Background: an optimization exercise with open tools, aiming at small area and a short achievable clock period. Do not read the settings as production practice. No functional check of the RTL was part of any run shown here. No activity file was given, so power comes from the tool's default toggle rates.

[flow/standard.sh]
#!/bin/bash
# synth_recipe.tcl (not shown) runs the flow's synth.tcl, then flattens the netlist and writes it again
# the make line also repeats each setting of config.mk as NAME=value (left out here)
make -C /OpenROAD-flow-scripts/flow DESIGN_CONFIG=/design/flow/config.mk WORK_HOME=/design/flow/orfs CLKGATE_MAP_FILE= SYNTH_SCRIPT=/design/flow/synth_recipe.tcl "${@:-finish}"
[flow/constraint.sdc]
create_clock -name core_clock -period 70.0 [get_ports {clk}]
set_input_delay 14.0000 -clock core_clock [delete_from_list [all_inputs] [get_ports {clk}]]
set_output_delay 14.0000 -clock core_clock [all_outputs]
set_load 0.01 [all_outputs]
[flow/design.v]
module dec_addsub (
    input  wire         clk,
    input  wire         rst,
    input  wire         in_valid,
    input  wire [1:0]   in_op,
    input  wire [127:0] in_a,
    input  wire [127:0] in_b,
    output reg          out_valid,
    output wire [127:0] out_result,
    output wire [1:0]   out_cmp,
    output wire         out_ovf,
    output wire         out_dec_data
);
    localparam ND = 31;
    function valid_operand;
        input [127:0] x;
        integer k;
        begin
            valid_operand = (x[3:0] == 4'hc) || (x[3:0] == 4'hd) || (x[3:0] == 4'hf);
            for (k = 1; k <= ND; k = k + 1)
                if (x[4*k+3] & (x[4*k+2] | x[4*k+1])) valid_operand = 1'b0;
        end
    endfunction
    wire data_err = !valid_operand(in_a) || !valid_operand(in_b);
    wire sa  = (in_a[3:0] == 4'hd);
    wire sb  = (in_b[3:0] == 4'hd);
    wire sub = sa ^ sb ^ (in_op[0] | in_op[1]);
    wire [ND-1:0] g, p;
    wire [3:0]    s0 [0:ND-1];
    genvar k;
    generate
        for (k = 0; k < ND; k = k + 1) begin : dig
            wire [3:0] a = in_a[4*k+4 +: 4];
            wire [3:0] b = in_b[4*k+4 +: 4];
            wire [3:0] bb = {sub ? ~(b[3] | b[2] | b[1]) : b[3],
                             b[2] ^ (sub & b[1]), b[1], b[0] ^ sub};
            wire [4:0] z;
            wire [4:1] cy;
            assign z[0]  = a[0] ^ bb[0];
            assign cy[1] = a[0] & bb[0];
            assign z[1]  = a[1] ^ bb[1] ^ cy[1];
            assign cy[2] = (a[1] & bb[1]) | (a[1] & cy[1]) | (bb[1] & cy[1]);
            assign z[2]  = a[2] ^ bb[2] ^ cy[2];
            assign cy[3] = (a[2] & bb[2]) | (a[2] & cy[2]) | (bb[2] & cy[2]);
            assign z[3]  = a[3] ^ bb[3] ^ cy[3];
            assign cy[4] = (a[3] & bb[3]) | (a[3] & cy[3]) | (bb[3] & cy[3]);
            assign z[4]  = cy[4];
            assign g[k] = z[4] | (z[3] & (z[2] | z[1]));             
            assign p[k] = z[3] & z[0] & !z[2] & !z[1] & !z[4];       
            assign s0[k] = {z[3] ^ (g[k] & (z[2] | z[1])), z[2] ^ (g[k] & !z[1]),
                            z[1] ^ g[k], z[0]};
        end
    endgenerate
    wire [ND-1:0] gp0, pp0;
    wire [ND-1:0] gp1, pp1;
    wire [ND-1:0] gp2, pp2;
    wire [ND-1:0] gp3, pp3;
    wire [ND-1:0] gp4, pp4;
    wire [ND-1:0] gp5, pp5;
    wire [ND-1:0] gp6, pp6;
    assign gp0 = g;
    assign pp0 = p;
    assign gp1[0] = gp0[0];
    assign pp1[0] = pp0[0];
    assign gp1[1] = gp0[1] | (pp0[1] & gp0[0]);
    assign pp1[1] = pp0[1] & pp0[0];
    assign gp1[2] = gp0[2];
    assign pp1[2] = pp0[2];
    assign gp1[3] = gp0[3] | (pp0[3] & gp0[2]);
    assign pp1[3] = pp0[3] & pp0[2];
    assign gp1[4] = gp0[4];
    assign pp1[4] = pp0[4];
    assign gp1[5] = gp0[5] | (pp0[5] & gp0[4]);
    assign pp1[5] = pp0[5] & pp0[4];
    assign gp1[6] = gp0[6];
    assign pp1[6] = pp0[6];
    assign gp1[7] = gp0[7] | (pp0[7] & gp0[6]);
    assign pp1[7] = pp0[7] & pp0[6];
    assign gp1[8] = gp0[8];
    assign pp1[8] = pp0[8];
    assign gp1[9] = gp0[9] | (pp0[9] & gp0[8]);
    assign pp1[9] = pp0[9] & pp0[8];
    assign gp1[10] = gp0[10];
    assign pp1[10] = pp0[10];
    assign gp1[11] = gp0[11] | (pp0[11] & gp0[10]);
    assign pp1[11] = pp0[11] & pp0[10];
    assign gp1[12] = gp0[12];
    assign pp1[12] = pp0[12];
    assign gp1[13] = gp0[13] | (pp0[13] & gp0[12]);
    assign pp1[13] = pp0[13] & pp0[12];
    assign gp1[14] = gp0[14];
    assign pp1[14] = pp0[14];
    assign gp1[15] = gp0[15] | (pp0[15] & gp0[14]);
    assign pp1[15] = pp0[15] & pp0[14];
    assign gp1[16] = gp0[16];
    assign pp1[16] = pp0[16];
    assign gp1[17] = gp0[17] | (pp0[17] & gp0[16]);
    assign pp1[17] = pp0[17] & pp0[16];
    assign gp1[18] = gp0[18];
    assign pp1[18] = pp0[18];
    assign gp1[19] = gp0[19] | (pp0[19] & gp0[18]);
    assign pp1[19] = pp0[19] & pp0[18];
    assign gp1[20] = gp0[20];
    assign pp1[20] = pp0[20];
    assign gp1[21] = gp0[21] | (pp0[21] & gp0[20]);
    assign pp1[21] = pp0[21] & pp0[20];
    assign gp1[22] = gp0[22];
    assign pp1[22] = pp0[22];
    assign gp1[23] = gp0[23] | (pp0[23] & gp0[22]);
    assign pp1[23] = pp0[23] & pp0[22];
    assign gp1[24] = gp0[24];
    assign pp1[24] = pp0[24];
    assign gp1[25] = gp0[25] | (pp0[25] & gp0[24]);
    assign pp1[25] = pp0[25] & pp0[24];
    assign gp1[26] = gp0[26];
    assign pp1[26] = pp0[26];
    assign gp1[27] = gp0[27] | (pp0[27] & gp0[26]);
    assign pp1[27] = pp0[27] & pp0[26];
    assign gp1[28] = gp0[28];
    assign pp1[28] = pp0[28];
    assign gp1[29] = gp0[29] | (pp0[29] & gp0[28]);
    assign pp1[29] = pp0[29] & pp0[28];
    assign gp1[30] = gp0[30];
    assign pp1[30] = pp0[30];
    assign gp2[0] = gp1[0];
    assign pp2[0] = pp1[0];
    assign gp2[1] = gp1[1];
    assign pp2[1] = pp1[1];
    assign gp2[2] = gp1[2];
    assign pp2[2] = pp1[2];
    assign gp2[3] = gp1[3] | (pp1[3] & gp1[1]);
    assign pp2[3] = pp1[3] & pp1[1];
    assign gp2[4] = gp1[4];
    assign pp2[4] = pp1[4];
    assign gp2[5] = gp1[5];
    assign pp2[5] = pp1[5];
    assign gp2[6] = gp1[6];
    assign pp2[6] = pp1[6];
    assign gp2[7] = gp1[7] | (pp1[7] & gp1[5]);
    assign pp2[7] = pp1[7] & pp1[5];
    assign gp2[8] = gp1[8];
    assign pp2[8] = pp1[8];
    assign gp2[9] = gp1[9];
    assign pp2[9] = pp1[9];
    assign gp2[10] = gp1[10];
    assign pp2[10] = pp1[10];
    assign gp2[11] = gp1[11] | (pp1[11] & gp1[9]);
    assign pp2[11] = pp1[11] & pp1[9];
    assign gp2[12] = gp1[12];
    assign pp2[12] = pp1[12];
    assign gp2[13] = gp1[13];
    assign pp2[13] = pp1[13];
    assign gp2[14] = gp1[14];
    assign pp2[14] = pp1[14];
    assign gp2[15] = gp1[15] | (pp1[15] & gp1[13]);
    assign pp2[15] = pp1[15] & pp1[13];
    assign gp2[16] = gp1[16];
    assign pp2[16] = pp1[16];
    assign gp2[17] = gp1[17];
    assign pp2[17] = pp1[17];
    assign gp2[18] = gp1[18];
    assign pp2[18] = pp1[18];
    assign gp2[19] = gp1[19] | (pp1[19] & gp1[17]);
    assign pp2[19] = pp1[19] & pp1[17];
    assign gp2[20] = gp1[20];
    assign pp2[20] = pp1[20];
    assign gp2[21] = gp1[21];
    assign pp2[21] = pp1[21];
    assign gp2[22] = gp1[22];
    assign pp2[22] = pp1[22];
    assign gp2[23] = gp1[23] | (pp1[23] & gp1[21]);
    assign pp2[23] = pp1[23] & pp1[21];
    assign gp2[24] = gp1[24];
    assign pp2[24] = pp1[24];
    assign gp2[25] = gp1[25];
    assign pp2[25] = pp1[25];
    assign gp2[26] = gp1[26];
    assign pp2[26] = pp1[26];
    assign gp2[27] = gp1[27] | (pp1[27] & gp1[25]);
    assign pp2[27] = pp1[27] & pp1[25];
    assign gp2[28] = gp1[28];
    assign pp2[28] = pp1[28];
    assign gp2[29] = gp1[29];
    assign pp2[29] = pp1[29];
    assign gp2[30] = gp1[30];
    assign pp2[30] = pp1[30];
    assign gp3[0] = gp2[0];
    assign pp3[0] = pp2[0];
    assign gp3[1] = gp2[1];
    assign pp3[1] = pp2[1];
    assign gp3[2] = gp2[2];
    assign pp3[2] = pp2[2];
    assign gp3[3] = gp2[3];
    assign pp3[3] = pp2[3];
    assign gp3[4] = gp2[4];
    assign pp3[4] = pp2[4];
    assign gp3[5] = gp2[5] | (pp2[5] & gp2[3]);
    assign pp3[5] = pp2[5] & pp2[3];
    assign gp3[6] = gp2[6];
    assign pp3[6] = pp2[6];
    assign gp3[7] = gp2[7] | (pp2[7] & gp2[3]);
    assign pp3[7] = pp2[7] & pp2[3];
    assign gp3[8] = gp2[8];
    assign pp3[8] = pp2[8];
    assign gp3[9] = gp2[9];
    assign pp3[9] = pp2[9];
    assign gp3[10] = gp2[10];
    assign pp3[10] = pp2[10];
    assign gp3[11] = gp2[11];
    assign pp3[11] = pp2[11];
    assign gp3[12] = gp2[12];
    assign pp3[12] = pp2[12];
    assign gp3[13] = gp2[13] | (pp2[13] & gp2[11]);
    assign pp3[13] = pp2[13] & pp2[11];
    assign gp3[14] = gp2[14];
    assign pp3[14] = pp2[14];
    assign gp3[15] = gp2[15] | (pp2[15] & gp2[11]);
    assign pp3[15] = pp2[15] & pp2[11];
    assign gp3[16] = gp2[16];
    assign pp3[16] = pp2[16];
    assign gp3[17] = gp2[17];
    assign pp3[17] = pp2[17];
    assign gp3[18] = gp2[18];
    assign pp3[18] = pp2[18];
    assign gp3[19] = gp2[19];
    assign pp3[19] = pp2[19];
    assign gp3[20] = gp2[20];
    assign pp3[20] = pp2[20];
    assign gp3[21] = gp2[21] | (pp2[21] & gp2[19]);
    assign pp3[21] = pp2[21] & pp2[19];
    assign gp3[22] = gp2[22];
    assign pp3[22] = pp2[22];
    assign gp3[23] = gp2[23] | (pp2[23] & gp2[19]);
    assign pp3[23] = pp2[23] & pp2[19];
    assign gp3[24] = gp2[24];
    assign pp3[24] = pp2[24];
    assign gp3[25] = gp2[25];
    assign pp3[25] = pp2[25];
    assign gp3[26] = gp2[26];
    assign pp3[26] = pp2[26];
    assign gp3[27] = gp2[27];
    assign pp3[27] = pp2[27];
    assign gp3[28] = gp2[28];
    assign pp3[28] = pp2[28];
    assign gp3[29] = gp2[29] | (pp2[29] & gp2[27]);
    assign pp3[29] = pp2[29] & pp2[27];
    assign gp3[30] = gp2[30];
    assign pp3[30] = pp2[30];
    assign gp4[0] = gp3[0];
    assign pp4[0] = pp3[0];
    assign gp4[1] = gp3[1];
    assign pp4[1] = pp3[1];
    assign gp4[2] = gp3[2];
    assign pp4[2] = pp3[2];
    assign gp4[3] = gp3[3];
    assign pp4[3] = pp3[3];
    assign gp4[4] = gp3[4];
    assign pp4[4] = pp3[4];
    assign gp4[5] = gp3[5];
    assign pp4[5] = pp3[5];
    assign gp4[6] = gp3[6];
    assign pp4[6] = pp3[6];
    assign gp4[7] = gp3[7];
    assign pp4[7] = pp3[7];
    assign gp4[8] = gp3[8];
    assign pp4[8] = pp3[8];
    assign gp4[9] = gp3[9] | (pp3[9] & gp3[7]);
    assign pp4[9] = pp3[9] & pp3[7];
    assign gp4[10] = gp3[10];
    assign pp4[10] = pp3[10];
    assign gp4[11] = gp3[11] | (pp3[11] & gp3[7]);
    assign pp4[11] = pp3[11] & pp3[7];
    assign gp4[12] = gp3[12];
    assign pp4[12] = pp3[12];
    assign gp4[13] = gp3[13] | (pp3[13] & gp3[7]);
    assign pp4[13] = pp3[13] & pp3[7];
    assign gp4[14] = gp3[14];
    assign pp4[14] = pp3[14];
    assign gp4[15] = gp3[15] | (pp3[15] & gp3[7]);
    assign pp4[15] = pp3[15] & pp3[7];
    assign gp4[16] = gp3[16];
    assign pp4[16] = pp3[16];
    assign gp4[17] = gp3[17];
    assign pp4[17] = pp3[17];
    assign gp4[18] = gp3[18];
    assign pp4[18] = pp3[18];
    assign gp4[19] = gp3[19];
    assign pp4[19] = pp3[19];
    assign gp4[20] = gp3[20];
    assign pp4[20] = pp3[20];
    assign gp4[21] = gp3[21];
    assign pp4[21] = pp3[21];
    assign gp4[22] = gp3[22];
    assign pp4[22] = pp3[22];
    assign gp4[23] = gp3[23];
    assign pp4[23] = pp3[23];
    assign gp4[24] = gp3[24];
    assign pp4[24] = pp3[24];
    assign gp4[25] = gp3[25] | (pp3[25] & gp3[23]);
    assign pp4[25] = pp3[25] & pp3[23];
    assign gp4[26] = gp3[26];
    assign pp4[26] = pp3[26];
    assign gp4[27] = gp3[27] | (pp3[27] & gp3[23]);
    assign pp4[27] = pp3[27] & pp3[23];
    assign gp4[28] = gp3[28];
    assign pp4[28] = pp3[28];
    assign gp4[29] = gp3[29] | (pp3[29] & gp3[23]);
    assign pp4[29] = pp3[29] & pp3[23];
    assign gp4[30] = gp3[30];
    assign pp4[30] = pp3[30];
    assign gp5[0] = gp4[0];
    assign pp5[0] = pp4[0];
    assign gp5[1] = gp4[1];
    assign pp5[1] = pp4[1];
    assign gp5[2] = gp4[2];
    assign pp5[2] = pp4[2];
    assign gp5[3] = gp4[3];
    assign pp5[3] = pp4[3];
    assign gp5[4] = gp4[4];
    assign pp5[4] = pp4[4];
    assign gp5[5] = gp4[5];
    assign pp5[5] = pp4[5];
    assign gp5[6] = gp4[6];
    assign pp5[6] = pp4[6];
    assign gp5[7] = gp4[7];
    assign pp5[7] = pp4[7];
    assign gp5[8] = gp4[8];
    assign pp5[8] = pp4[8];
    assign gp5[9] = gp4[9];
    assign pp5[9] = pp4[9];
    assign gp5[10] = gp4[10];
    assign pp5[10] = pp4[10];
    assign gp5[11] = gp4[11];
    assign pp5[11] = pp4[11];
    assign gp5[12] = gp4[12];
    assign pp5[12] = pp4[12];
    assign gp5[13] = gp4[13];
    assign pp5[13] = pp4[13];
    assign gp5[14] = gp4[14];
    assign pp5[14] = pp4[14];
    assign gp5[15] = gp4[15];
    assign pp5[15] = pp4[15];
    assign gp5[16] = gp4[16];
    assign pp5[16] = pp4[16];
    assign gp5[17] = gp4[17] | (pp4[17] & gp4[15]);
    assign pp5[17] = pp4[17] & pp4[15];
    assign gp5[18] = gp4[18];
    assign pp5[18] = pp4[18];
    assign gp5[19] = gp4[19] | (pp4[19] & gp4[15]);
    assign pp5[19] = pp4[19] & pp4[15];
    assign gp5[20] = gp4[20];
    assign pp5[20] = pp4[20];
    assign gp5[21] = gp4[21] | (pp4[21] & gp4[15]);
    assign pp5[21] = pp4[21] & pp4[15];
    assign gp5[22] = gp4[22];
    assign pp5[22] = pp4[22];
    assign gp5[23] = gp4[23] | (pp4[23] & gp4[15]);
    assign pp5[23] = pp4[23] & pp4[15];
    assign gp5[24] = gp4[24];
    assign pp5[24] = pp4[24];
    assign gp5[25] = gp4[25] | (pp4[25] & gp4[15]);
    assign pp5[25] = pp4[25] & pp4[15];
    assign gp5[26] = gp4[26];
    assign pp5[26] = pp4[26];
    assign gp5[27] = gp4[27] | (pp4[27] & gp4[15]);
    assign pp5[27] = pp4[27] & pp4[15];
    assign gp5[28] = gp4[28];
    assign pp5[28] = pp4[28];
    assign gp5[29] = gp4[29] | (pp4[29] & gp4[15]);
    assign pp5[29] = pp4[29] & pp4[15];
    assign gp5[30] = gp4[30];
    assign pp5[30] = pp4[30];
    assign gp6[0] = gp5[0];
    assign pp6[0] = pp5[0];
    assign gp6[1] = gp5[1];
    assign pp6[1] = pp5[1];
    assign gp6[2] = gp5[2] | (pp5[2] & gp5[1]);
    assign pp6[2] = pp5[2] & pp5[1];
    assign gp6[3] = gp5[3];
    assign pp6[3] = pp5[3];
    assign gp6[4] = gp5[4] | (pp5[4] & gp5[3]);
    assign pp6[4] = pp5[4] & pp5[3];
    assign gp6[5] = gp5[5];
    assign pp6[5] = pp5[5];
    assign gp6[6] = gp5[6] | (pp5[6] & gp5[5]);
    assign pp6[6] = pp5[6] & pp5[5];
    assign gp6[7] = gp5[7];
    assign pp6[7] = pp5[7];
    assign gp6[8] = gp5[8] | (pp5[8] & gp5[7]);
    assign pp6[8] = pp5[8] & pp5[7];
    assign gp6[9] = gp5[9];
    assign pp6[9] = pp5[9];
    assign gp6[10] = gp5[10] | (pp5[10] & gp5[9]);
    assign pp6[10] = pp5[10] & pp5[9];
    assign gp6[11] = gp5[11];
    assign pp6[11] = pp5[11];
    assign gp6[12] = gp5[12] | (pp5[12] & gp5[11]);
    assign pp6[12] = pp5[12] & pp5[11];
    assign gp6[13] = gp5[13];
    assign pp6[13] = pp5[13];
    assign gp6[14] = gp5[14] | (pp5[14] & gp5[13]);
    assign pp6[14] = pp5[14] & pp5[13];
    assign gp6[15] = gp5[15];
    assign pp6[15] = pp5[15];
    assign gp6[16] = gp5[16] | (pp5[16] & gp5[15]);
    assign pp6[16] = pp5[16] & pp5[15];
    assign gp6[17] = gp5[17];
    assign pp6[17] = pp5[17];
    assign gp6[18] = gp5[18] | (pp5[18] & gp5[17]);
    assign pp6[18] = pp5[18] & pp5[17];
    assign gp6[19] = gp5[19];
    assign pp6[19] = pp5[19];
    assign gp6[20] = gp5[20] | (pp5[20] & gp5[19]);
    assign pp6[20] = pp5[20] & pp5[19];
    assign gp6[21] = gp5[21];
    assign pp6[21] = pp5[21];
    assign gp6[22] = gp5[22] | (pp5[22] & gp5[21]);
    assign pp6[22] = pp5[22] & pp5[21];
    assign gp6[23] = gp5[23];
    assign pp6[23] = pp5[23];
    assign gp6[24] = gp5[24] | (pp5[24] & gp5[23]);
    assign pp6[24] = pp5[24] & pp5[23];
    assign gp6[25] = gp5[25];
    assign pp6[25] = pp5[25];
    assign gp6[26] = gp5[26] | (pp5[26] & gp5[25]);
    assign pp6[26] = pp5[26] & pp5[25];
    assign gp6[27] = gp5[27];
    assign pp6[27] = pp5[27];
    assign gp6[28] = gp5[28] | (pp5[28] & gp5[27]);
    assign pp6[28] = pp5[28] & pp5[27];
    assign gp6[29] = gp5[29];
    assign pp6[29] = pp5[29];
    assign gp6[30] = gp5[30] | (pp5[30] & gp5[29]);
    assign pp6[30] = pp5[30] & pp5[29];
    wire [ND-1:0] G = gp6;
    wire [ND-1:0] P = pp6;
    wire cout = G[ND-1];
    wire cin  = sub & cout;            
    wire [ND-1:0] c = {G[ND-2:0] | (P[ND-2:0] & {(ND-1){cin}}), cin};
    function [3:0] inc_digit;
        input [3:0] d;
        input ci;
        begin
            inc_digit[0] = d[0] ^ ci;
            inc_digit[1] = d[1] ^ (ci & d[0] & !d[3]);
            inc_digit[2] = d[2] ^ (ci & d[0] & d[1]);
            inc_digit[3] = d[3] ^ (ci & d[0] & (d[3] | (d[2] & d[1])));
        end
    endfunction
    reg [123:0] r_dig;
    reg         r_inv, r_neg, r_ovf, r_eq, r_dd;
    integer n;
    always @(posedge clk) begin
        for (n = 0; n < ND; n = n + 1)
            r_dig[4*n +: 4] <= inc_digit(s0[n], c[n]);
        r_inv <= sub & !cout;
        r_neg <= (sa ^ (sub & !cout)) & !(sub & P[ND-1]);
        r_eq  <= sub & P[ND-1];        
        r_ovf <= !sub & cout;
        r_dd  <= data_err;
    end
    always @(posedge clk)
        out_valid <= in_valid & !rst;
    function [3:0] nine_comp;
        input [3:0] d;
        input inv;
        begin
            nine_comp[0] = d[0] ^ inv;
            nine_comp[1] = d[1];
            nine_comp[2] = d[2] ^ (inv & d[1]);
            nine_comp[3] = inv ? !(d[3] | d[2] | d[1]) : d[3];
        end
    endfunction
    reg [123:0] mag;
    reg         all0;
    always @* begin
        all0 = 1'b1;
        for (n = 0; n < ND; n = n + 1) begin
            mag[4*n +: 4] = nine_comp(r_dig[4*n +: 4], r_inv);
            if (r_dig[4*n +: 4] != 4'd0) all0 = 1'b0;
        end
    end
    wire zero    = r_eq | (!r_inv & all0);
    wire nonzero = !zero | r_ovf;
    assign out_result   = {mag, 3'b110, r_neg & !zero};
    assign out_ovf      = r_ovf;
    assign out_cmp      = {r_neg & nonzero, nonzero};
    assign out_dec_data = r_dd;
endmodule
[flow/config.mk]
export PLATFORM = sky130hd
export DESIGN_NAME = dec_addsub
export DESIGN_NICKNAME = dec_addsub
export VERILOG_FILES = /design/flow/design.v
export SDC_FILE = /design/flow/constraint.sdc
export NUM_CORES = 4
export LEC_CHECK = 0
export ABC_CLOCK_PERIOD_IN_PS = 55000
export CAP_MARGIN = 20
export CORE_MARGIN = 2
export CORE_UTILIZATION = 40
export SLEW_MARGIN = 20
[flow/flow/run.sh]
#!/bin/bash
# Standard layout, with the smallest buffer on every input and output port,
# timing repair asked for a setup slack of 50.0 ns, and a clock tree of
# clkbuf_8 buffers without dummy loads.
set -euo pipefail
bash standard.sh BUFFER_PORTS_ARGS="-buffer_cell sky130_fd_sc_hd__buf_1" SETUP_SLACK_MARGIN=50.0 \
  CTS_ARGS="-sink_clustering_enable -repair_clock_nets -buf_list sky130_fd_sc_hd__clkbuf_8 -dont_use_dummy_load" \
  finish > standard.log 2>&1
==> results of run 1 <==
## final cells by class
cell class	instances	area, um2
fill	3174	16700
timing repair buffer	398	1550
clock buffer	17	234
sequential	130	2610
tap	402	503
multi-input combinational	1234	9840
antenna	3	7.51
inverter	55	206
## per-stage QoR
| stage | util [%] | std cells | hold slack [ns] |
|---|---|---|---|
| floorplan | - | 1477 | 14.07 |
| global placement | 46.1 | 2215 | 14.15 |
| detailed placement | 46.1 | 2215 | 14.16 |
| CTS | 47.0 | 2232 | 13.68 |
| global route | 47.2 | 2238 | 13.68 |
| finish | 47.3 | 2239 | 13.70 |
## sequential cells by signal, summed over array words and instances (netlist names)
signal     flops
r_eq           1
r_neg          1
r_dd           1
r_inv          1
r_ovf          1
out_valid      1
r_dig        124
## power by group
group	total, W	switching (W)	internal [W]
Clock	0.0000494	0.0000280	0.0000214
Sequential	0.000146	0.0000320	0.000114
Combinational	0.000328	0.000191	0.000136
## cells by family (layout without fill, tap and decap cells)
| kind of cell | count (synthesis) | after routing |
|---|---|---|
| buffers and inverters | 113 | 470 |
| AND/OR/NAND/NOR | 534 | 534 |
| adder cells (fa/ha/maj) | 186 | 186 |
| other | 2 | 6 |
| multiplexers | 31 | 31 |
| AO/OA/AOI/OAI | 260 | 260 |
| XOR/XNOR | 220 | 220 |
| flip-flops | 130 | 130 |
## timing repair
action / 4_1_cts / 5_1_grt
buffers inserted: 0 / 4
setup endpoints to repair: 123 / 75
hold buffers: 0 / 0
hold endpoints to repair: 0 / 0
resized for setup: 10 / 9
pin swaps: 0 / 3
## worst max-delay path by stage
stage	startpoint	to	slack [ns]	cells past startpoint
floorplan	in_b[1]	r_dig[79]	50.31	24
global placement	in_b[1]	r_dig[103]	48.81	25
detailed placement	in_b[1]	r_dig[79]	48.71	25
CTS	in_b[1]	r_dig[111]	50.04	24
global route	in_op[1]	r_dig[115]	49.93	24
finish	in_op[1]	r_dig[114]	50.26	23
## cell usage in the layout (no fill, tap or decap), drive strengths merged, types with 8 or more instances in the layout
master and count:
clkbuf 17, a21o 72, xor2 95, nor3b 26
mux2 31, buf 398, nor3 46, nand2 121
a21oi 43, or2 10, nor4b 8, nor2 127
o21a 10, dfxtp 130, xnor2 125, inv 55
o21ai 94, nand3 12, nand2b 48, ha 93
nor4 56, nand4 43, fa 93
## metal layers
layer	vias to the layer above	share of wire (%)	wire [um]
met5	-	0.068	30
met4	4	1.7	763
met3	38	5.6	2470
met2	377	50	21900
met1	5691	43	19100
li1	5838	-	-
==> summary.txt, run 1 <==
Synth
  • Synth top area share: 20.2%
  • Fraction of registers with async set/reset: 0%
  • Mux cell area share after synthesis: 2.71%
  • Synth unique cells: 62
  • Post-synthesis register bit count: 130
  • Synth top area cells: dfxtp_1 (20%), fa_1 (14%), ha_1 (9.0%)
  • Largest area contributor in the synthesized netlist: dfxtp_1
  • Synth Area in Simple Gates: 21.5%
  • Share of the yosys chip area belonging to registers: around 20%
  • Synth Area in Adders: between 20% and 30%
  • Commonest cells post-synth: dfxtp_1 (130), nor2_1 (125), xnor2_1 (125)
  • XOR/XNOR Fraction of Synth Area: 14.9%
  • Top-count cell post-synth: dfxtp_1
  • Yosys Warn Count: 1
  • Main combinational cell family by area after synthesis: adder cells
  • Post-Synthesis Cells: between 1,000 and 1,500
  • Post-synth EDFFs: 0
  • Syn_area_per_cell: approximately 9 um2
  • Complex-gate fraction of the synthesized area: approximately 13%
  • Most used DFF post-synth: dfxtp_1
  • Synthesized area: 12,900 um2

Worst setup path
  • Slowest CP cell: or4_1
  • Top delay family on crit path: simple AND/OR/NAND/NOR gates
  • CP Capture Type: flop
  • Highest net fanout along the worst path: slightly below 50
  • CP Data Arrival Time: ~20 ns
  • Critical Path Max Stage Delay: 0.51 ns
  • Crit path required time: about 70 ns
  • Crit path cell chain: buf_1 > nor2_1 > xor2_4 > xor2_4 > buf_12 > buf_12 > xnor2_1 > ha_1 > fa_1 > fa_1 > fa_1 > or4_1 > or4_4 > nor2_1 > nand3_1 > o21ba_4 > a2111oi_4 > nor2_4 > a31oi_2 > o31ai_1 > ha_1 > nand2b_1 > xor2_1
  • Startpoint types: input pin
  • Cell mode on critical path: fa_1
  • CP Buf/Inv Count: 3
  • Worst Path Class, Setup: in -> reg

Final layout
  • Ratio of cells with drive above 1 in the final layout: about 4.9%
  • Layout area overhead: 15.9%
  • # nets final: roughly 2,300
  • Final Cell Area: approximately 15,000 um2

STA
  • Post-route minimum period: between 15 and 20 ns
  • Final setup fails: 0
  • Post-route setup TNS: 0 ns
  • Fmax: between 0.05 and 0.06 GHz
  • Worst slew margin: about two fifths
  • Final hold vios: 0
  • RSZ-0062 raised after global routing: yes
  • Max-slew violation count: 0
  • Final worst-path cycle share: 28.2%
  • Final worst slack: roughly 50 ns
  • Worst-Margin Slew: 0.873 ns

Floorplan
  • Core area: about 32,000 um2
  • Row cnt: 65
  • Die X: around 180 um
  • Starting Density: 40.8%
  • Die area: around 34,000 um2
  • Io pins: approximately 400
  • Die Y: ~180 um

Drt
  • DRC Markers: 0
  • DRT Wirelength: approximately 44,000 um
  • Via count: 11,948
  • Router iterations before antenna repair: 5
  • Initial DRC count: a little under 700
  • DR vias/cell: between 5 and 6
  • Routed Antenna Nets: 0
  • Avg WL per Cell: around 20 um

GRT
  • Vias in the first global route: 11,675
  • GRT met1 Usage: about a third
  • Grt met2 use: between 40% and 50%
  • Global-route usage over all layers: roughly a quarter
  • Grt peak-use layer: met2
  • M3 GR Usage: under 10%
  • Initial antenna violation count: 5
  • First-pass GRT wire length: about 65,000 um
  • Total congestion overflow: 0
  • Largest net degree at the start of global routing: 64

Hold path
  • Hold depth: 2
  • Hold WC Path Type: in -> reg
  • Hold endpoint: out_valid
  • Hold Crit Start: rst

Power
  • P_leak: between 6 and 7 nW
  • Pwr Total: 0.000523 W
  • Pwr/cell area: around 35 nW/um2
  • Peak supply drop: roughly 0.020 mV

Clock network
  • Htree depth: 4
  • CTS Buffer Depth: 2
  • Total CTS buffers: 17
  • TritonCTS clock tree: built
  • CTS clk-pin slew, worst paths: 0.07 ns
  • Clock Sinks: 130
  • CTS root buf: clkbuf_8

Run status
  • Outcome: no timing/DRC/antenna violations

Place
  • Dpl hpwl: around 38,000 um
  • Gp weighted congestion: 0.931
  • PortBufs: slightly below 400
  • Pre-CTS WS: roughly 49 ns
  • Dpl cell area: about 15,000 um2

Job
  • Max_cap viols: 0
==> run 2, diff against run 1 <==
--- a/flow/design.v
+++ b/flow/design.v
@@ -59,3 +59,2 @@
     wire [ND-1:0] gp5, pp5;
-    wire [ND-1:0] gp6, pp6;
     assign gp0 = g;
@@ -128,4 +127,4 @@
     assign pp2[1] = pp1[1];
-    assign gp2[2] = gp1[2];
-    assign pp2[2] = pp1[2];
+    assign gp2[2] = gp1[2] | (pp1[2] & gp1[1]);
+    assign pp2[2] = pp1[2] & pp1[1];
     assign gp2[3] = gp1[3] | (pp1[3] & gp1[1]);
@@ -136,4 +135,4 @@
     assign pp2[5] = pp1[5];
-    assign gp2[6] = gp1[6];
-    assign pp2[6] = pp1[6];
+    assign gp2[6] = gp1[6] | (pp1[6] & gp1[5]);
+    assign pp2[6] = pp1[6] & pp1[5];
     assign gp2[7] = gp1[7] | (pp1[7] & gp1[5]);
@@ -144,4 +143,4 @@
     assign pp2[9] = pp1[9];
-    assign gp2[10] = gp1[10];
-    assign pp2[10] = pp1[10];
+    assign gp2[10] = gp1[10] | (pp1[10] & gp1[9]);
+    assign pp2[10] = pp1[10] & pp1[9];
     assign gp2[11] = gp1[11] | (pp1[11] & gp1[9]);
@@ -152,4 +151,4 @@
     assign pp2[13] = pp1[13];
-    assign gp2[14] = gp1[14];
-    assign pp2[14] = pp1[14];
+    assign gp2[14] = gp1[14] | (pp1[14] & gp1[13]);
+    assign pp2[14] = pp1[14] & pp1[13];
     assign gp2[15] = gp1[15] | (pp1[15] & gp1[13]);
@@ -160,4 +159,4 @@
     assign pp2[17] = pp1[17];
-    assign gp2[18] = gp1[18];
-    assign pp2[18] = pp1[18];
+    assign gp2[18] = gp1[18] | (pp1[18] & gp1[17]);
+    assign pp2[18] = pp1[18] & pp1[17];
     assign gp2[19] = gp1[19] | (pp1[19] & gp1[17]);
@@ -168,4 +167,4 @@
     assign pp2[21] = pp1[21];
-    assign gp2[22] = gp1[22];
-    assign pp2[22] = pp1[22];
+    assign gp2[22] = gp1[22] | (pp1[22] & gp1[21]);
+    assign pp2[22] = pp1[22] & pp1[21];
     assign gp2[23] = gp1[23] | (pp1[23] & gp1[21]);
@@ -176,4 +175,4 @@
     assign pp2[25] = pp1[25];
-    assign gp2[26] = gp1[26];
-    assign pp2[26] = pp1[26];
+    assign gp2[26] = gp1[26] | (pp1[26] & gp1[25]);
+    assign pp2[26] = pp1[26] & pp1[25];
     assign gp2[27] = gp1[27] | (pp1[27] & gp1[25]);
@@ -184,4 +183,4 @@
     assign pp2[29] = pp1[29];
-    assign gp2[30] = gp1[30];
-    assign pp2[30] = pp1[30];
+    assign gp2[30] = gp1[30] | (pp1[30] & gp1[29]);
+    assign pp2[30] = pp1[30] & pp1[29];
     assign gp3[0] = gp2[0];
@@ -194,8 +193,8 @@
     assign pp3[3] = pp2[3];
-    assign gp3[4] = gp2[4];
-    assign pp3[4] = pp2[4];
+    assign gp3[4] = gp2[4] | (pp2[4] & gp2[3]);
+    assign pp3[4] = pp2[4] & pp2[3];
     assign gp3[5] = gp2[5] | (pp2[5] & gp2[3]);
     assign pp3[5] = pp2[5] & pp2[3];
-    assign gp3[6] = gp2[6];
-    assign pp3[6] = pp2[6];
+    assign gp3[6] = gp2[6] | (pp2[6] & gp2[3]);
+    assign pp3[6] = pp2[6] & pp2[3];
     assign gp3[7] = gp2[7] | (pp2[7] & gp2[3]);
@@ -210,8 +209,8 @@
     assign pp3[11] = pp2[11];
-    assign gp3[12] = gp2[12];
-    assign pp3[12] = pp2[12];
+    assign gp3[12] = gp2[12] | (pp2[12] & gp2[11]);
+    assign pp3[12] = pp2[12] & pp2[11];
     assign gp3[13] = gp2[13] | (pp2[13] & gp2[11]);
     assign pp3[13] = pp2[13] & pp2[11];
-    assign gp3[14] = gp2[14];
-    assign pp3[14] = pp2[14];
+    assign gp3[14] = gp2[14] | (pp2[14] & gp2[11]);
+    assign pp3[14] = pp2[14] & pp2[11];
     assign gp3[15] = gp2[15] | (pp2[15] & gp2[11]);
@@ -226,8 +225,8 @@
     assign pp3[19] = pp2[19];
-    assign gp3[20] = gp2[20];
-    assign pp3[20] = pp2[20];
+    assign gp3[20] = gp2[20] | (pp2[20] & gp2[19]);
+    assign pp3[20] = pp2[20] & pp2[19];
     assign gp3[21] = gp2[21] | (pp2[21] & gp2[19]);
     assign pp3[21] = pp2[21] & pp2[19];
-    assign gp3[22] = gp2[22];
-    assign pp3[22] = pp2[22];
+    assign gp3[22] = gp2[22] | (pp2[22] & gp2[19]);
+    assign pp3[22] = pp2[22] & pp2[19];
     assign gp3[23] = gp2[23] | (pp2[23] & gp2[19]);
@@ -242,8 +241,8 @@
     assign pp3[27] = pp2[27];
-    assign gp3[28] = gp2[28];
-    assign pp3[28] = pp2[28];
+    assign gp3[28] = gp2[28] | (pp2[28] & gp2[27]);
+    assign pp3[28] = pp2[28] & pp2[27];
     assign gp3[29] = gp2[29] | (pp2[29] & gp2[27]);
     assign pp3[29] = pp2[29] & pp2[27];
-    assign gp3[30] = gp2[30];
-    assign pp3[30] = pp2[30];
+    assign gp3[30] = gp2[30] | (pp2[30] & gp2[27]);
+    assign pp3[30] = pp2[30] & pp2[27];
     assign gp4[0] = gp3[0];
@@ -264,16 +263,16 @@
     assign pp4[7] = pp3[7];
-    assign gp4[8] = gp3[8];
-    assign pp4[8] = pp3[8];
+    assign gp4[8] = gp3[8] | (pp3[8] & gp3[7]);
+    assign pp4[8] = pp3[8] & pp3[7];
     assign gp4[9] = gp3[9] | (pp3[9] & gp3[7]);
     assign pp4[9] = pp3[9] & pp3[7];
-    assign gp4[10] = gp3[10];
-    assign pp4[10] = pp3[10];
+    assign gp4[10] = gp3[10] | (pp3[10] & gp3[7]);
+    assign pp4[10] = pp3[10] & pp3[7];
     assign gp4[11] = gp3[11] | (pp3[11] & gp3[7]);
     assign pp4[11] = pp3[11] & pp3[7];
-    assign gp4[12] = gp3[12];
-    assign pp4[12] = pp3[12];
+    assign gp4[12] = gp3[12] | (pp3[12] & gp3[7]);
+    assign pp4[12] = pp3[12] & pp3[7];
     assign gp4[13] = gp3[13] | (pp3[13] & gp3[7]);
     assign pp4[13] = pp3[13] & pp3[7];
-    assign gp4[14] = gp3[14];
-    assign pp4[14] = pp3[14];
+    assign gp4[14] = gp3[14] | (pp3[14] & gp3[7]);
+    assign pp4[14] = pp3[14] & pp3[7];
     assign gp4[15] = gp3[15] | (pp3[15] & gp3[7]);
@@ -296,16 +295,16 @@
     assign pp4[23] = pp3[23];
-    assign gp4[24] = gp3[24];
-    assign pp4[24] = pp3[24];
+    assign gp4[24] = gp3[24] | (pp3[24] & gp3[23]);
+    assign pp4[24] = pp3[24] & pp3[23];
     assign gp4[25] = gp3[25] | (pp3[25] & gp3[23]);
     assign pp4[25] = pp3[25] & pp3[23];
-    assign gp4[26] = gp3[26];
-    assign pp4[26] = pp3[26];
+    assign gp4[26] = gp3[26] | (pp3[26] & gp3[23]);
+    assign pp4[26] = pp3[26] & pp3[23];
     assign gp4[27] = gp3[27] | (pp3[27] & gp3[23]);
     assign pp4[27] = pp3[27] & pp3[23];
-    assign gp4[28] = gp3[28];
-    assign pp4[28] = pp3[28];
+    assign gp4[28] = gp3[28] | (pp3[28] & gp3[23]);
+    assign pp4[28] = pp3[28] & pp3[23];
     assign gp4[29] = gp3[29] | (pp3[29] & gp3[23]);
     assign pp4[29] = pp3[29] & pp3[23];
-    assign gp4[30] = gp3[30];
-    assign pp4[30] = pp3[30];
+    assign gp4[30] = gp3[30] | (pp3[30] & gp3[23]);
+    assign pp4[30] = pp3[30] & pp3[23];
     assign gp5[0] = gp4[0];
@@ -342,96 +341,34 @@
     assign pp5[15] = pp4[15];
-    assign gp5[16] = gp4[16];
-    assign pp5[16] = pp4[16];
+    assign gp5[16] = gp4[16] | (pp4[16] & gp4[15]);
+    assign pp5[16] = pp4[16] & pp4[15];
     assign gp5[17] = gp4[17] | (pp4[17] & gp4[15]);
     assign pp5[17] = pp4[17] & pp4[15];
-    assign gp5[18] = gp4[18];
-    assign pp5[18] = pp4[18];
+    assign gp5[18] = gp4[18] | (pp4[18] & gp4[15]);
+    assign pp5[18] = pp4[18] & pp4[15];
     assign gp5[19] = gp4[19] | (pp4[19] & gp4[15]);
     assign pp5[19] = pp4[19] & pp4[15];
-    assign gp5[20] = gp4[20];
-    assign pp5[20] = pp4[20];
+    assign gp5[20] = gp4[20] | (pp4[20] & gp4[15]);
+    assign pp5[20] = pp4[20] & pp4[15];
     assign gp5[21] = gp4[21] | (pp4[21] & gp4[15]);
     assign pp5[21] = pp4[21] & pp4[15];
-    assign gp5[22] = gp4[22];
-    assign pp5[22] = pp4[22];
+    assign gp5[22] = gp4[22] | (pp4[22] & gp4[15]);
+    assign pp5[22] = pp4[22] & pp4[15];
     assign gp5[23] = gp4[23] | (pp4[23] & gp4[15]);
     assign pp5[23] = pp4[23] & pp4[15];
-    assign gp5[24] = gp4[24];
-    assign pp5[24] = pp4[24];
+    assign gp5[24] = gp4[24] | (pp4[24] & gp4[15]);
+    assign pp5[24] = pp4[24] & pp4[15];
     assign gp5[25] = gp4[25] | (pp4[25] & gp4[15]);
     assign pp5[25] = pp4[25] & pp4[15];
-    assign gp5[26] = gp4[26];
-    assign pp5[26] = pp4[26];
+    assign gp5[26] = gp4[26] | (pp4[26] & gp4[15]);
+    assign pp5[26] = pp4[26] & pp4[15];
     assign gp5[27] = gp4[27] | (pp4[27] & gp4[15]);
     assign pp5[27] = pp4[27] & pp4[15];
-    assign gp5[28] = gp4[28];
-    assign pp5[28] = pp4[28];
+    assign gp5[28] = gp4[28] | (pp4[28] & gp4[15]);
+    assign pp5[28] = pp4[28] & pp4[15];
     assign gp5[29] = gp4[29] | (pp4[29] & gp4[15]);
     assign pp5[29] = pp4[29] & pp4[15];
-    assign gp5[30] = gp4[30];
-    assign pp5[30] = pp4[30];
-    assign gp6[0] = gp5[0];
-    assign pp6[0] = pp5[0];
-    assign gp6[1] = gp5[1];
-    assign pp6[1] = pp5[1];
-    assign gp6[2] = gp5[2] | (pp5[2] & gp5[1]);
-    assign pp6[2] = pp5[2] & pp5[1];
-    assign gp6[3] = gp5[3];
-    assign pp6[3] = pp5[3];
-    assign gp6[4] = gp5[4] | (pp5[4] & gp5[3]);
-    assign pp6[4] = pp5[4] & pp5[3];
-    assign gp6[5] = gp5[5];
-    assign pp6[5] = pp5[5];
-    assign gp6[6] = gp5[6] | (pp5[6] & gp5[5]);
-    assign pp6[6] = pp5[6] & pp5[5];
-    assign gp6[7] = gp5[7];
-    assign pp6[7] = pp5[7];
-    assign gp6[8] = gp5[8] | (pp5[8] & gp5[7]);
-    assign pp6[8] = pp5[8] & pp5[7];
-    assign gp6[9] = gp5[9];
-    assign pp6[9] = pp5[9];
-    assign gp6[10] = gp5[10] | (pp5[10] & gp5[9]);
-    assign pp6[10] = pp5[10] & pp5[9];
-    assign gp6[11] = gp5[11];
-    assign pp6[11] = pp5[11];
-    assign gp6[12] = gp5[12] | (pp5[12] & gp5[11]);
-    assign pp6[12] = pp5[12] & pp5[11];
-    assign gp6[13] = gp5[13];
-    assign pp6[13] = pp5[13];
-    assign gp6[14] = gp5[14] | (pp5[14] & gp5[13]);
-    assign pp6[14] = pp5[14] & pp5[13];
-    assign gp6[15] = gp5[15];
-    assign pp6[15] = pp5[15];
-    assign gp6[16] = gp5[16] | (pp5[16] & gp5[15]);
-    assign pp6[16] = pp5[16] & pp5[15];
-    assign gp6[17] = gp5[17];
-    assign pp6[17] = pp5[17];
-    assign gp6[18] = gp5[18] | (pp5[18] & gp5[17]);
-    assign pp6[18] = pp5[18] & pp5[17];
-    assign gp6[19] = gp5[19];
-    assign pp6[19] = pp5[19];
-    assign gp6[20] = gp5[20] | (pp5[20] & gp5[19]);
-    assign pp6[20] = pp5[20] & pp5[19];
-    assign gp6[21] = gp5[21];
-    assign pp6[21] = pp5[21];
-    assign gp6[22] = gp5[22] | (pp5[22] & gp5[21]);
-    assign pp6[22] = pp5[22] & pp5[21];
-    assign gp6[23] = gp5[23];
-    assign pp6[23] = pp5[23];
-    assign gp6[24] = gp5[24] | (pp5[24] & gp5[23]);
-    assign pp6[24] = pp5[24] & pp5[23];
-    assign gp6[25] = gp5[25];
-    assign pp6[25] = pp5[25];
-    assign gp6[26] = gp5[26] | (pp5[26] & gp5[25]);
-    assign pp6[26] = pp5[26] & pp5[25];
-    assign gp6[27] = gp5[27];
-    assign pp6[27] = pp5[27];
-    assign gp6[28] = gp5[28] | (pp5[28] & gp5[27]);
-    assign pp6[28] = pp5[28] & pp5[27];
-    assign gp6[29] = gp5[29];
-    assign pp6[29] = pp5[29];
-    assign gp6[30] = gp5[30] | (pp5[30] & gp5[29]);
-    assign pp6[30] = pp5[30] & pp5[29];
-    wire [ND-1:0] G = gp6;
-    wire [ND-1:0] P = pp6;
+    assign gp5[30] = gp4[30] | (pp4[30] & gp4[15]);
+    assign pp5[30] = pp4[30] & pp4[15];
+    wire [ND-1:0] G = gp5;
+    wire [ND-1:0] P = pp5;
     wire cout = G[ND-1];
==> summary.txt, run 2 <==
STA
  • Final worst slack: 50.27 ns
  • Final hold vios: 0
  • Worst slew margin: ~40%
  • Post-route minimum period: about 20 ns
  • Final worst-path cycle share: 28.2%
  • Fmax: around 0.051 GHz
  • RSZ-0062 raised after global routing: yes
  • Final setup fails: 0
  • Max-slew violation count: 0
  • Post-route setup TNS: 0 ns
  • Worst-Margin Slew: a little under 0.9 ns

GRT
  • Total congestion overflow: 0
  • First-pass GRT wire length: between 60,000 and 70,000 um
  • Vias in the first global route: 11,350
  • Initial antenna violation count: 5
  • Global-route usage over all layers: between 20% and 30%
  • Largest net degree at the start of global routing: 52

Clock network
  • Number of hold buffers added after cts: 0
  • Total CTS buffers: 17
  • TritonCTS clock tree: built
  • CTS root buf: clkbuf_8
  • CTS clk-pin slew, worst paths: roughly 0.09 ns
  • Clock Sinks: 130
  • Htree depth: 4
  • CTS Buffer Depth: 2

Worst setup path
  • Top delay family on crit path: simple AND/OR/NAND/NOR gates
  • CP Data Arrival Time: 20.02 ns
  • Critical Path Max Stage Delay: around 0.67 ns
  • Worst Path Class, Setup: in -> reg
  • CP Capture Type: flop
  • Cell mode on critical path: fa_1
  • Crit path required time: 70.30 ns
  • CP Depth: 26
  • Slowest CP cell: or4_2
  • Highest net fanout along the worst path: 5
  • CP Buf/Inv Count: 5
  • Startpoint types: input pin

Hold path
  • Hold WC Path Type: in -> reg
  • Hold Crit Start: rst
  • Hold depth: 2
  • Hold endpoint: out_valid

Place
  • Gp weighted congestion: 0.899
  • PortBufs: 390
  • Dpl hpwl: ~37,000 um
  • Pre-CTS WS: around 50 ns

Floorplan
  • Die X: 183 um
  • Die Y: about 180 um
  • Core area: approximately 31,000 um2
  • Io pins: between 300 and 400
  • Die area: roughly 33,000 um2
  • Row cnt: 65
  • Starting Density: ~41%

Power
  • Pwr/cell area: around 35 nW/um2
  • Peak supply drop: ~0.018 mV
  • P_leak: between 6 and 7 nW

Final layout
  • Multi-input gate area: roughly 9700 um2
  • Commonest non-fill, non-tap cell in the layout: buf_1
  • Most frequent cells in the layout: buf_1 (390), dfxtp_1 (129), xnor2_1 (124)
  • Fillers: around 3,100
  • Largest register FFs: ~120
  • # nets final: 2,264
  • Ratio of cells with drive above 1 in the final layout: 5.84%
  • Reg area: 2610 um2
  • Layout area overhead: 16.7%
  • Most flops, register: r_dig

Synth
  • Synth top area share: approximately a fifth
  • Largest area contributor in the synthesized netlist: dfxtp_1
  • Syn_area_per_cell: approximately 8.8 um2
  • Synth unique cells: 64
  • Top-count cell post-synth: dfxtp_1
  • Post-synth EDFFs: 0
  • Post-synthesis register bit count: 130
  • Synthesized area: 12,800 um2
  • Share of the yosys chip area belonging to registers: 20.4%
  • Most used DFF post-synth: dfxtp_1
  • Commonest cells post-synth: dfxtp_1 (130), xnor2_1 (126), nor2_1 (114)
  • Yosys Warn Count: 1
  • Synth top area cells: dfxtp_1 (20%), fa_1 (15%), ha_1 (9.1%)
  • Fraction of registers with async set/reset: 0%
  • Post-Synthesis Cells: 1,451

Drt
  • DR vias/cell: ~5.3
  • Avg WL per Cell: roughly 20 um
  • Routed Antenna Nets: 0
  • Via count: 11,685
  • DRC Markers: 0
  • DRT Wirelength: between 40,000 and 50,000 um
  • Initial DRC count: roughly 630
  • Router iterations before antenna repair: 5

Run status
  • Outcome: no timing/DRC/antenna violations

Job
  • Max_cap viols: 0
run 2: cell types whose count changed after synthesis, moves of 6 or more:
cell | before | now
nand4b_1 | 3 | 9
nand2_1 | 121 | 109
a21oi_1 | 43 | 51
clkbuf_1 | 10 | 16
nand4_1 | 43 | 35
buf_1 | 13 | 7
or2_2 | 8 | 15
nor2_1 | 125 | 114
inv_1 | 55 | 62
run 2: report_power, final:
| part | switching (W) | internal (W) |
|---|---|---|
| combinational | 0.000191 | 0.000136 |
| sequential | 0.0000319 | 0.000114 |
| clock | 0.0000270 | 0.0000214 |
| total | 0.000250 | 0.000271 |
run 2: area by class of cell:
| class | instances | share of cell area, % |
|---|---|---|
| Inverter | 63 | 1.59 |
| Clock buffer | 17 | 1.57 |
| Tap cell | 402 | 3.38 |
| Multi-Input combinational cell | 1201 | 65.0 |
| Timing Repair Buffer | 404 | 11.0 |
| Sequential cell | 130 | 17.5 |
| Antenna cell | 2 | 0.0336 |
run 2: repair_timing:
action / in CTS / in global routing
gates cloned: 0 / 3
setup buffers: 0 / 7
pin swaps: 0 / 3
endpoints found under the setup margin: 113 / 77
gates resized for setup: 9 / 14
run 2: routing by layer:
metal  part of all wire (%)  GRT usage [%]  up-vias
li1                       -              -     5741
met1                     41           31.0     5459
met2                     48           44.6      416
met3                    7.2           6.39       65
met4                    3.3           8.90        4
met5                  0.070              0        -
run 2: logic make-up (layout without fill, tap and decap cells):
| family | Yosys count | in the layout | share of synthesized area, % |
|---|---|---|---|
| AO/OA/AOI/OAI | 256 | 256 | 12.6 |
| XOR/XNOR | 220 | 220 | 15.1 |
| adder cells (fa/ha/maj) | 186 | 186 | 23.7 |
| buffers and inverters | 121 | 484 | 4.59 |
| flip-flops | 130 | 130 | 20.4 |
| multiplexers | 32 | 32 | 2.81 |
| other | 2 | 5 | 0.0588 |
| AND/OR/NAND/NOR | 504 | 504 | 20.7 |
run 2: worst max path at each step:
stage          startpoint        end  slack (ns)
2_1_floorplan     in_b[1]  r_dig[58]       50.16
3_3_place_gp     in_op[1]  r_dig[58]       49.00
3_5_place_dp     in_op[1]  r_dig[14]       48.86
4_1_cts          in_op[1]  r_dig[58]       50.03
5_1_grt           in_b[1]  r_dig[62]       49.95
6_report          in_b[3]  r_dig[58]       50.27
run 2: metrics by stage:
stage | std cells | hold WS (ns) | total power (W) | instance area, um2 | utilization [%]
final | 2219 | 13.68 | 0.000521 | 14900 | 47.3
after global routing | 2217 | 13.65 | 0.000562 | 14900 | 47.3
after CTS | 2207 | 13.65 | 0.000520 | 14700 | 46.7
after detailed placement | 2190 | 14.16 | 0.000468 | 14400 | 45.9
after global placement | 2190 | 14.16 | 0.000464 | 14400 | 45.9
after floorplan | 1452 | 14.07 | 0.000370 | 12800 | -
==> run 3, diff against run 2 <==
--- a/flow/design.v
+++ b/flow/design.v
@@ -27,4 +27,3 @@
     wire sub = sa ^ sb ^ (in_op[0] | in_op[1]);
-    wire [ND-1:0] g, p;
-    wire [3:0]    s0 [0:ND-1];
+    wire [4:0] z [0:ND-1];
     genvar k;
@@ -36,17 +35,41 @@
                              b[2] ^ (sub & b[1]), b[1], b[0] ^ sub};
-            wire [4:0] z;
             wire [4:1] cy;
-            assign z[0]  = a[0] ^ bb[0];
-            assign cy[1] = a[0] & bb[0];
-            assign z[1]  = a[1] ^ bb[1] ^ cy[1];
-            assign cy[2] = (a[1] & bb[1]) | (a[1] & cy[1]) | (bb[1] & cy[1]);
-            assign z[2]  = a[2] ^ bb[2] ^ cy[2];
-            assign cy[3] = (a[2] & bb[2]) | (a[2] & cy[2]) | (bb[2] & cy[2]);
-            assign z[3]  = a[3] ^ bb[3] ^ cy[3];
-            assign cy[4] = (a[3] & bb[3]) | (a[3] & cy[3]) | (bb[3] & cy[3]);
-            assign z[4]  = cy[4];
-            assign g[k] = z[4] | (z[3] & (z[2] | z[1]));             
-            assign p[k] = z[3] & z[0] & !z[2] & !z[1] & !z[4];       
-            assign s0[k] = {z[3] ^ (g[k] & (z[2] | z[1])), z[2] ^ (g[k] & !z[1]),
-                            z[1] ^ g[k], z[0]};
+            assign z[k][0] = a[0] ^ bb[0];
+            assign cy[1]   = a[0] & bb[0];
+            assign z[k][1] = a[1] ^ bb[1] ^ cy[1];
+            assign cy[2]   = (a[1] & bb[1]) | (a[1] & cy[1]) | (bb[1] & cy[1]);
+            assign z[k][2] = a[2] ^ bb[2] ^ cy[2];
+            assign cy[3]   = (a[2] & bb[2]) | (a[2] & cy[2]) | (bb[2] & cy[2]);
+            assign z[k][3] = a[3] ^ bb[3] ^ cy[3];
+            assign z[k][4] = (a[3] & bb[3]) | (a[3] & cy[3]) | (bb[3] & cy[3]);
+        end
+    endgenerate
+    function r_gn;
+        input [4:0] y;
+        r_gn = y[4] | (y[3] & (y[2] | y[1]));
+    endfunction
+    reg [3:0] r_s [0:ND-1];
+    reg [ND-1:0] r_g;
+    reg       r_sub, r_sa, r_dd;
+    integer n;
+    always @(posedge clk) begin
+        for (n = 0; n < ND; n = n + 1)
+        begin
+            r_g[n] <= z[n][4] | (z[n][3] & (z[n][2] | z[n][1]));     
+            r_s[n] <= {z[n][3] ^ (r_gn(z[n]) & (z[n][2] | z[n][1])),
+                       z[n][2] ^ (r_gn(z[n]) & !z[n][1]), z[n][1] ^ r_gn(z[n]), z[n][0]};
+        end
+        r_sub <= sub;
+        r_sa  <= sa;
+        r_dd  <= data_err;
+    end
+    always @(posedge clk)
+        out_valid <= in_valid & !rst;
+    wire [ND-1:0] g = r_g;
+    wire [ND-1:0] p;
+    wire [3:0]    s0 [0:ND-1];
+    generate
+        for (k = 0; k < ND; k = k + 1) begin : gpd
+            assign s0[k] = r_s[k];
+            assign p[k]  = r_s[k][3] & r_s[k][0];                   
         end
@@ -374,4 +397,5 @@
     wire cout = G[ND-1];
-    wire cin  = sub & cout;            
+    wire cin  = r_sub & cout;          
     wire [ND-1:0] c = {G[ND-2:0] | (P[ND-2:0] & {(ND-1){cin}}), cin};
+    wire inv  = r_sub & !cout;         
     function [3:0] inc_digit;
@@ -386,24 +410,10 @@
     endfunction
-    reg [123:0] r_dig;
-    reg         r_inv, r_neg, r_ovf, r_eq, r_dd;
-    integer n;
-    always @(posedge clk) begin
-        for (n = 0; n < ND; n = n + 1)
-            r_dig[4*n +: 4] <= inc_digit(s0[n], c[n]);
-        r_inv <= sub & !cout;
-        r_neg <= (sa ^ (sub & !cout)) & !(sub & P[ND-1]);
-        r_eq  <= sub & P[ND-1];        
-        r_ovf <= !sub & cout;
-        r_dd  <= data_err;
-    end
-    always @(posedge clk)
-        out_valid <= in_valid & !rst;
     function [3:0] nine_comp;
         input [3:0] d;
-        input inv;
+        input iv;
         begin
-            nine_comp[0] = d[0] ^ inv;
+            nine_comp[0] = d[0] ^ iv;
             nine_comp[1] = d[1];
-            nine_comp[2] = d[2] ^ (inv & d[1]);
-            nine_comp[3] = inv ? !(d[3] | d[2] | d[1]) : d[3];
+            nine_comp[2] = d[2] ^ (iv & d[1]);
+            nine_comp[3] = iv ? !(d[3] | d[2] | d[1]) : d[3];
         end
@@ -411,15 +421,17 @@
     reg [123:0] mag;
-    reg         all0;
+    reg         sum0;
     always @* begin
-        all0 = 1'b1;
+        sum0 = 1'b1;
         for (n = 0; n < ND; n = n + 1) begin
-            mag[4*n +: 4] = nine_comp(r_dig[4*n +: 4], r_inv);
-            if (r_dig[4*n +: 4] != 4'd0) all0 = 1'b0;
+            mag[4*n +: 4] = nine_comp(inc_digit(s0[n], c[n]), inv);
+            if (!(c[n] ? (s0[n][3] & s0[n][0]) : (s0[n] == 4'd0))) sum0 = 1'b0;
         end
     end
-    wire zero    = r_eq | (!r_inv & all0);
-    wire nonzero = !zero | r_ovf;
-    assign out_result   = {mag, 3'b110, r_neg & !zero};
-    assign out_ovf      = r_ovf;
-    assign out_cmp      = {r_neg & nonzero, nonzero};
+    wire zero    = r_sub ? P[ND-1] : sum0;
+    wire ovf     = !r_sub & cout;
+    wire neg     = r_sa ^ inv;
+    wire nonzero = !zero | ovf;
+    assign out_result   = {mag, 3'b110, neg & !zero};
+    assign out_ovf      = ovf;
+    assign out_cmp      = {neg & nonzero, nonzero};
     assign out_dec_data = r_dd;
==> flow/flow/run.sh (replaced) <==
#!/bin/bash
# Standard layout, with the smallest buffer on every input and output port,
# and timing repair asked for a setup slack of 50.5 ns.
set -euo pipefail
bash standard.sh BUFFER_PORTS_ARGS="-buffer_cell sky130_fd_sc_hd__buf_1" SETUP_SLACK_MARGIN=50.5 finish > standard.log 2>&1
==> summary.txt, run 3 <==
Run status
  • Outcome: no timing/DRC/antenna violations

Worst setup path
  • Highest net fanout along the worst path: 8
  • CP Data Arrival Time: between 4 and 5 ns
  • CP Capture Type: primary output
  • Startpoint types: flop
  • Worst Path Class, Setup: reg -> out
  • Crit path required time: 56.00 ns

Synth
  • Commonest cells post-synth: xnor2_1 (185), nand2_1 (179), o21ai_0 (168)
  • Synthesized area: about 14,000 um2
  • Fraction of registers with async set/reset: 0%
  • Share of the yosys chip area belonging to registers: a little under a quarter
  • Most used DFF post-synth: dfxtp_1
  • Post-synth EDFFs: 0
  • Yosys Warn Count: 2
  • Synth top area share: 23.1%
  • Largest area contributor in the synthesized netlist: dfxtp_1
  • Syn_area_per_cell: 8.65 um2
  • Top-count cell post-synth: xnor2_1
  • Synth top area cells: dfxtp_1 (23%), fa_1 (14%), xnor2_1 (12%)
  • Synth unique cells: between 70 and 80
  • Post-synthesis register bit count: 159
  • Post-Synthesis Cells: between 1,500 and 2,000

Place
  • Placed instance count: around 2,400
  • PortBufs: 390
  • Gp weighted congestion: 0.926
  • Dpl hpwl: between 30,000 and 40,000 um
  • Pre-CTS WS: 51.57 ns

Clock network
  • Htree depth: 4
  • Clock Sinks: 159
  • CTS root buf: clkbuf_16
  • Number of hold buffers added after cts: 0
  • Setup bufs post-CTS: 0
  • CTS clk-pin slew, worst paths: around 0.07 ns
  • CTS Buffer Depth: 2
  • Post-CTS Resized: 0
  • Total CTS buffers: 17
  • TritonCTS clock tree: built

Floorplan
  • Die area: around 36,000 um2
  • Die X: 190 um
  • Io pins: a little under 400
  • Starting Density: between 40% and 50%
  • Row cnt: 67
  • Die Y: roughly 190 um
  • Core area: 33,700 um2

Final layout
  • Largest register FFs: around 120
  • Most flops, register: r_s
  • Fin cells: roughly 2,400
  • Multi-input gate area: 10,200 um2
  • Layout area overhead: 17.9%
  • Commonest non-fill, non-tap cell in the layout: buf_1
  • Most frequent cells in the layout: buf_1 (390), xnor2_1 (185), nand2_1 (178)
  • Post-Route Utilization: 48.2%
  • Reg area: ~3200 um2
  • # nets final: around 2,400
  • Fillers: 3,391
  • Ratio of cells with drive above 1 in the final layout: 3.69%
  • Largest registers: r_s (124), r_g (31)

Drt
  • DRC Markers: 0
  • Initial DRC count: about 1,000
  • DRT Wirelength: between 40,000 and 50,000 um
  • Router iterations before antenna repair: 6
  • DR vias/cell: 5.37
  • Routed Antenna Nets: 0
  • Via count: 13,048
  • Avg WL per Cell: between 15 and 20 um

GRT
  • Largest net degree at the start of global routing: 52
  • Global-route usage over all layers: about a quarter
  • Total congestion overflow: 0
  • Initial antenna violation count: 5
  • Vias in the first global route: 12,492
  • First-pass GRT wire length: ~70,000 um

STA
  • Final worst-path cycle share: ~27%
  • Final setup fails: 0
  • RSZ-0062 raised after global routing: no
  • Final hold vios: 0
  • Worst slew margin: 32.8%
  • Post-route setup TNS: 0 ns
  • Max-slew violation count: 0
  • Fmax: between 0.05 and 0.06 GHz
  • Worst-Margin Slew: roughly 1.0 ns
  • Post-route minimum period: around 19 ns
  • Final worst slack: between 50 and 60 ns

Hold path
  • Hold WC Path Type: in -> reg

Power
  • Pwr/cell area: between 30 and 40 nW/um2
  • Clk pwr share: 14.3%
  • Combinational power share: about three fifths
  • Peak supply drop: approximately 0.018 mV
  • Flop pwr share: a little over a quarter
  • Pwr Total: approximately 0.00063 W
  • P_leak: around 6.4 nW
  • Sw Share: 48.8%
  • Internal: 0.000324 W
  • Sw Pwr: around 0.0003 W

Job
  • Max_cap viols: 0
-- run 3: changes by cell type after synthesis, sizes merged, moves of 21 or more --
cell,before,now
buf,42,19
mux2,31,4
xnor2,126,185
xor2,94,34
nor3,41,20
nand2b,46,87
o21ai,94,170
dfxtp,130,159
nor3b,30,1
a21o,69,36
a41o,0,22
nand2,109,179
-- run 3: cell families after synthesis --
| group | synth area share (%) |
|---|---|
| compound gates | 17.0 |
| flops | 23.1 |
| buf+inv | 3.27 |
| fa+ha+maj | 21.9 |
| simple gates | 19.9 |
| other cells | 0.0545 |
| mux | 0.835 |
| xor+xnor | 13.9 |
-- run 3: cell type report --
cell class                      count  share of cell area [%]
Antenna cell                        3                  0.0462
Inverter                           73                    1.69
Sequential cell                   159                    19.6
Timing Repair Buffer              395                    9.24
Multi-Input combinational cell   1322                    62.6
Clock buffer                       18                    2.64
Clock inverter                     14                   0.762
Tap cell                          448                    3.45
-- run 3: per-layer routing --
| layer | track usage, % | vias to the layer above | share of wire, % |
|---|---|---|---|
| li1 | - | 6371 | - |
| met1 | 32.6 | 6188 | 43 |
| met2 | 43.7 | 431 | 47 |
| met3 | 4.87 | 56 | 6.5 |
| met4 | 8.97 | 2 | 3.0 |
| met5 | 0 | - | 0.026 |
-- run 3: path summary, 6_finish.rpt --
kind,start,endpoint,cells after the start
min,rst,out_valid,2
max,r_s[22][3],out_result[0],12
-- run 3: critical path, stage by stage, from the launching register on --
cell and delay, ns:
dfxtp_1 0.46, nand4_1 0.23, nor4_1 0.81, nand3_1 0.38, o31a_1 0.37, o21a_2 0.15, o21ai_0 0.28, mux2_2 0.39
nor4_1 0.29, nand4_1 0.20, nor4_2 0.57, nor3_1 0.18, buf_1 0.16
-- run 3: metrics by stage --
stage	instance area [um2]	hold slack, ns
floorplan	13800	14.07
global placement	15700	14.15
detailed placement	15700	14.16
CTS	16200	13.69
global route	16200	13.70
finish	16300	13.71
-- run 3: power groups by stage --
| stage | logic, W | clock network, W | registers (W) |
|---|---|---|---|
| after global placement | 0.000367 | 0 | 0.000170 |
| after global routing | 0.000409 | 0.0000962 | 0.000177 |
| after CTS | 0.000373 | 0.0000921 | 0.000170 |
| final | 0.000371 | 0.0000905 | 0.000171 |
| after floorplan | 0.000255 | 0 | 0.000158 |
| after detailed placement | 0.000371 | 0 | 0.000172 |

==> static timing again, ports no longer ideal <==
No port has a modelled driver above. Below, the same layouts with a new extraction and two added sets of constraints.
Step 1 sets driving cells, clkbuf_16 on the clock port and buf_2 on the other inputs (assumed; they add their load-dependent delay and slew).
Step 2 times the ports against the registers' clock, not the clock port: input delays grow and output delays shrink by t, the midpoint of the rising clock arrivals with the driver on.
Three values: ideal, step 1, step 2; two values: the first two.
run | shift t [ns] | setup WS [ns] | clock arrival spread, ns | pins driven straight from the clock port
run 1 | 0.482 | 50.264 / 50.291 / 49.809 | 0.035 / 0.035 | 1
run 2 | 0.486 | 50.273 / 50.250 / 49.764 | 0.039 / 0.038 | 1
run 3 | 0.477 | 51.091 / 51.040 / 51.518 | 0.014 / 0.015 | 1
After both steps setup and hold are still met in every run listed. For run 2, which loses most, drivers alone change the setup slack by -0.023 ns; drivers and shift together by -0.509 ns.
